Source: an optimization exercise on an open RTL-to-GDS flow (aim: small area, a short achievable clock period and few clock cycles). Production flows keep margins and buffers that such runs may drop.
Where RTL was checked, it was by simulation tests only, not by an equivalence proof against the original.

harbor:
==> flow/design.v <==
module pred_expand (
    input  wire        clk,
    input  wire        rst,
    input  wire        cmd_valid,
    output wire        cmd_ready,
    input  wire [14:0] cmd_size,
    input  wire        in_valid,
    output wire        in_ready,
    input  wire [7:0]  in_data,
    input  wire        in_last,
    output wire        out_valid,
    input  wire        out_ready,
    output wire [7:0]  out_data,
    output wire        done_valid,
    output wire        done_err
);
    reg st_idle, st_hdr, st_res, st_zero, st_end, st_done;
    reg [14:0] remain;       
    reg [5:0]  opos;         
    reg        emit_d;
    reg [2:0]  pred;
    reg [2:0]  k;
    reg        c;
    reg        seen_last;
    reg        err;
    reg [31:0] bbuf;         
    reg [4:0]  rp;           
    reg [1:0]  wp;           
    reg [5:0]  bcnt;         
    reg        t_valid;
    reg [8:0]  t_u;
    reg        o_valid;
    reg [7:0]  o_data;
    reg [7:0]  hist [1:7];
    wire o_free  = !o_valid || out_ready;
    wire x_take  = t_valid && o_free;
    wire t_free  = !t_valid || o_free;
    wire active  = st_hdr || st_res || st_zero;
    assign in_ready = !seen_last && ((active && bcnt <= 6'd24) || st_end);
    wire in_fire = in_valid && in_ready;
    wire [31:0] r1 = rp[0] ? {bbuf[0],    bbuf[31:1]}  : bbuf;
    wire [31:0] r2 = rp[1] ? {r1[1:0],    r1[31:2]}    : r1;
    wire [31:0] r3 = rp[2] ? {r2[3:0],    r2[31:4]}    : r2;
    wire [31:0] r4 = rp[3] ? {r3[7:0],    r3[31:8]}    : r3;
    wire [23:0] w  = rp[4] ? {r4[7:0],    r4[31:16]}   : r4[23:0];
    wire [15:0] nz  = ~w[15:0];
    wire        a8  = |nz[7:0];
    wire [7:0]  h8  = a8 ? nz[7:0] : nz[15:8];
    wire        a4  = |h8[3:0];
    wire [3:0]  h4  = a4 ? h8[3:0] : h8[7:4];
    wire        a2  = |h4[1:0];
    wire [1:0]  h2  = a2 ? h4[1:0] : h4[3:2];
    wire [3:0]  z   = {!a8, !a4, !a2, !h2[0]};
    wire        esc = ~|nz;
    reg  [15:0] zoh;
    reg  [15:0] ones;        
    reg  [6:0]  fw;          
    integer i, j;
    always @(*) begin
        ones[0] = w[0];
        for (j = 1; j < 16; j = j + 1)
            ones[j] = ones[j-1] & w[j];
        zoh[0] = nz[0];
        for (j = 1; j < 16; j = j + 1)
            zoh[j] = nz[j] & ones[j-1];
        for (i = 0; i < 7; i = i + 1) begin
            fw[i] = 1'b0;
            for (j = 0; j < 16; j = j + 1)
                fw[i] = fw[i] | (zoh[j] & w[j + 1 + i]);
        end
    end
    reg  [8:0]  u_n;
    always @(*) begin
        for (i = 0; i < 9; i = i + 1)
            u_n[i] = (i < k) ? fw[i] : (i - k < 4) ? z[i - k] : 1'b0;
    end
    wire [7:0]  u_e    = w[23:16];
    wire [8:0]  u9     = esc ? {1'b0, u_e} : u_n;
    reg  [23:0] bthermo;     
    always @(*) begin
        for (j = 0; j < 24; j = j + 1)
            bthermo[j] = (bcnt > j[5:0]);
    end
    wire [15:0] zmask  = bthermo >> k;          
    wire        have_n = |(nz & zmask);
    wire        have_e = bthermo[23];
    wire        have_r = have_n || (esc && have_e);
    wire        grow   = esc ? ({3'd0, u_e} >= (11'd2 << k)) : (z >= 4'd2);
    wire        shrink = (k != 3'd0) &&
                         (esc ? ({3'd0, u_e} < (11'd1 << (k - 3'd1))) : (z == 4'd0 && !w[k]));
    wire [2:0]  k_next = grow  ? ((k == 3'd7) ? 3'd7 : k + 3'd1) :
                         (shrink && c) ? k - 3'd1 : k;
    wire        c_next = shrink && !c && !grow;
    wire        hdr_zero = (w[2:0] == 3'd7);
    wire        have_h   = hdr_zero ? bthermo[2] : bthermo[5];
    wire act_hdr = st_hdr  && t_free;
    wire act_res = st_res  && t_free;
    wire act_zer = st_zero && t_free;
    wire take_h  = act_hdr && have_h;
    wire take_r  = act_res && have_r;
    wire starved = ((act_hdr && !have_h) || (act_res && !have_r)) && seen_last;
    wire emit    = take_r || act_zer;
    wire last_job    = emit_d ? (remain == 15'd2) : (remain == 15'd1);
    wire last_stripe = emit_d ? (opos == 6'd62)   : (opos == 6'd63);
    wire [4:0] rpk    = rp + 5'd1 + {2'd0, k};
    wire [4:0] rz3    = z[3] ? rpk + 5'd8 : rpk;
    wire [4:0] rz2    = z[2] ? rz3 + 5'd4 : rz3;
    wire [4:0] rz1    = z[1] ? rz2 + 5'd2 : rz2;
    wire [4:0] rz0    = z[0] ? rz1 + 5'd1 : rz1;
    wire [4:0] rp_res = esc ? {rp[4:3] + 2'd3, rp[2:0]} : rz0;
    wire [4:0] rp_hdr = rp + (hdr_zero ? 5'd3 : 5'd6);
    wire [5:0] bc_in  = bcnt + {in_fire, 3'd0};
    wire [5:0] bck    = bc_in - 6'd1 - {3'd0, k};
    wire [5:0] bz3    = z[3] ? bck - 6'd8 : bck;
    wire [5:0] bz2    = z[2] ? bz3 - 6'd4 : bz3;
    wire [5:0] bz1    = z[1] ? bz2 - 6'd2 : bz2;
    wire [5:0] bz0    = z[0] ? bz1 - 6'd1 : bz1;
    wire [5:0] bc_res = esc ? bc_in - 6'd24 : bz0;
    wire [5:0] bc_hdr = bc_in - (hdr_zero ? 6'd3 : 6'd6);
    wire [5:0] bc_dec = take_r ? bc_res : take_h ? bc_hdr : bc_in;
    reg [7:0] p;
    always @(*) begin
        case (pred)
            3'd0:    p = o_data;
            3'd1:    p = hist[1];
            3'd2:    p = hist[3];
            3'd3:    p = hist[7];
            3'd4:    p = {o_data[6:0], 1'b0} - hist[1];
            default: p = 8'd0;
        endcase
    end
    wire [7:0] r = t_u[8:1] ^ {8{t_u[0]}};
    reg  [7:0] x;
    always @(*) begin
        case (pred)
            3'd5:    x = t_u[7:0] ^ hist[7];
            3'd7:    x = 8'd0;
            default: x = p + r;
        endcase
    end
    assign out_valid  = o_valid;
    assign out_data   = o_data;
    assign cmd_ready  = st_idle;
    assign done_valid = st_done;
    assign done_err   = err;
    wire start = st_idle && cmd_valid;
    integer n;
    always @(posedge clk) begin
        if (in_fire) begin
            case (wp)
                2'd0: bbuf[7:0]   <= in_data;
                2'd1: bbuf[15:8]  <= in_data;
                2'd2: bbuf[23:16] <= in_data;
                default: bbuf[31:24] <= in_data;
            endcase
        end
        if (t_free) t_u <= u9;
        if (x_take) begin
            o_data  <= x;
            hist[1] <= o_data;
            for (n = 2; n < 8; n = n + 1) hist[n] <= hist[n-1];
        end
        if (rst) begin
            st_idle   <= 1'b1;
            st_hdr    <= 1'b0;
            st_res    <= 1'b0;
            st_zero   <= 1'b0;
            st_end    <= 1'b0;
            st_done   <= 1'b0;
            remain    <= 15'd0;
            opos      <= 6'd0;
            emit_d    <= 1'b0;
            pred      <= 3'd0;
            k         <= 3'd0;
            c         <= 1'b0;
            seen_last <= 1'b0;
            err       <= 1'b0;
            rp        <= 5'd0;
            wp        <= 2'd0;
            bcnt      <= 6'd0;
            t_valid   <= 1'b0;
            o_valid   <= 1'b0;
        end else begin
            if (take_r)      rp <= rp_res;
            else if (take_h) rp <= rp_hdr;
            wp   <= wp + {1'b0, in_fire};
            bcnt <= bc_dec;
            if (in_fire && in_last) seen_last <= 1'b1;
            if (emit)        t_valid <= 1'b1;
            else if (x_take) t_valid <= 1'b0;
            if (x_take)         o_valid <= 1'b1;
            else if (out_ready) o_valid <= 1'b0;
            if (take_h) begin
                pred <= w[2:0];
                k    <= w[5:3];
                c    <= 1'b0;
            end
            if (take_r) begin
                k <= k_next;
                c <= c_next;
            end
            emit_d <= emit;
            if (emit_d) begin
                remain <= remain - 15'd1;
                opos   <= opos + 6'd1;
            end
            if (start) begin
                st_idle   <= 1'b0;
                st_hdr    <= 1'b1;
                remain    <= cmd_size;
                opos      <= 6'd0;
                emit_d    <= 1'b0;
                rp        <= 5'd0;
                wp        <= 2'd0;
                bcnt      <= 6'd0;
                seen_last <= 1'b0;
                err       <= 1'b0;
            end
            if (take_h) begin
                st_hdr  <= 1'b0;
                st_zero <= hdr_zero;
                st_res  <= !hdr_zero;
            end
            if (emit && (last_job || last_stripe)) begin
                st_res  <= 1'b0;
                st_zero <= 1'b0;
                st_end  <= last_job;
                st_hdr  <= !last_job;
            end
            if (starved) begin
                err     <= 1'b1;
                st_hdr  <= 1'b0;
                st_res  <= 1'b0;
                st_end  <= 1'b1;
            end
            if (st_end && seen_last && !t_valid && o_free) begin
                st_end  <= 1'b0;
                st_done <= 1'b1;
            end
            if (st_done) begin
                st_done <= 1'b0;
                st_idle <= 1'b1;
            end
        end
        if (rst || start) begin
            o_data <= 8'd0;
            for (n = 1; n < 8; n = n + 1) hist[n] <= 8'd0;
        end
    end
endmodule
Settings: LEC_CHECK=0, ABC_AREA=1, CAP_MARGIN=20, CORE_MARGIN=2, CORE_UTILIZATION=40, PLACE_DENSITY=0.6, SETUP_SLACK_MARGIN=2.5, SLEW_MARGIN=20; clock period 6.5 ns.
run.sh (not shown) runs the stock make flow with config.mk's settings and CLKGATE_MAP_FILE= SYNTH_SCRIPT=/design/flow/synth_recipe.tcl, a recipe that flattens the netlist after the stock synthesis.
Testbench counts of harbor, summed over its fixed seeds: cycles 416,914.
For cedar, these inputs were changed with respect to harbor:
-- flow/design.v --
<<< harbor, line 144
    assign done_valid = st_done;
    assign done_err   = err;
    wire start = st_idle && cmd_valid;
    integer n;
    always @(posedge clk) begin
>>> cedar, line 144
    assign done_valid = st_done;
    assign done_err   = err;
    integer n;
    always @(posedge clk) begin
<<< harbor, line 168
            st_end    <= 1'b0;
            st_done   <= 1'b0;
            remain    <= 15'd0;
            opos      <= 6'd0;
            emit_d    <= 1'b0;
            pred      <= 3'd0;
            k         <= 3'd0;
            c         <= 1'b0;
            seen_last <= 1'b0;
            err       <= 1'b0;
            rp        <= 5'd0;
            wp        <= 2'd0;
            bcnt      <= 6'd0;
            t_valid   <= 1'b0;
            o_valid   <= 1'b0;
>>> cedar, line 167
            st_end    <= 1'b0;
            st_done   <= 1'b0;
            pred      <= 3'd0;
            k         <= 3'd0;
            c         <= 1'b0;
            t_valid   <= 1'b0;
            o_valid   <= 1'b0;
<<< harbor, line 205
                opos   <= opos + 6'd1;
            end
            if (start) begin
                st_idle   <= 1'b0;
                st_hdr    <= 1'b1;
                remain    <= cmd_size;
                opos      <= 6'd0;
                emit_d    <= 1'b0;
                rp        <= 5'd0;
                wp        <= 2'd0;
                bcnt      <= 6'd0;
                seen_last <= 1'b0;
                err       <= 1'b0;
            end
            if (take_h) begin
>>> cedar, line 196
                opos   <= opos + 6'd1;
            end
            if (st_idle && cmd_valid) begin
                st_idle <= 1'b0;
                st_hdr  <= 1'b1;
                remain  <= cmd_size;
            end
            if (take_h) begin
<<< harbor, line 243
            end
        end
        if (rst || start) begin
            o_data <= 8'd0;
            for (n = 1; n < 8; n = n + 1) hist[n] <= 8'd0;
        end
>>> cedar, line 227
            end
        end
        if (rst || st_idle) begin
            opos      <= 6'd0;
            emit_d    <= 1'b0;
            rp        <= 5'd0;
            wp        <= 2'd0;
            bcnt      <= 6'd0;
            seen_last <= 1'b0;
            err       <= 1'b0;
            o_data    <= 8'd0;
            for (n = 1; n < 8; n = n + 1) hist[n] <= 8'd0;
        end
Notes after the runs:
cedar ended with every stage complete and zero timing, DRC or antenna violations. Relative to harbor, final wirelength increased by about 0.5% in cedar. cedar ended up with k[0]$_SDFFE_PP0P_ as its critical path startpoint; harbor ended up with rp[0]$_SDFFE_PP0P_. | clock skew | cedar vs harbor | ≈ equal |. Share of the clock period used by the worst path was higher in the run labelled harbor. Global-route wire length before repair, harbor and cedar, higher one = cedar.
The RTL of cedar was laid out without a check of its function.

==> what the ideal ports hide <==
How much do the figures lean on ideal ports? The routed layouts below were timed once more, with nothing changed but the port constraints. Step 1, drivers: a clkbuf_16 drives clk and a buf_2 each remaining input, both assumed. Step 2 times the ports against the registers' clock, not the clock port: input delays grow and output delays shrink by t, the midpoint of the rising clock arrivals with the driver on. a / b / c = ideal ports / drivers / drivers and shift; a / b = the first two.
| run | t (ns) | setup WS [ns] | worst setup path after step 2 | worst register clock-pin slew, ns | pins driven straight from the clock port |
|---|---|---|---|---|---|
| harbor | 0.494 | 2.685 / 2.685 / 2.234 | input to register | 0.08 / 0.08 | 1 |
| cedar | 0.475 | 2.706 / 2.706 / 2.276 | input to register | 0.07 / 0.07 | 1 |
After both steps setup and hold are still met in every run listed. The setup slack of harbor, which loses most, moves by 0.000 ns with the drivers and by -0.451 ns with both steps.
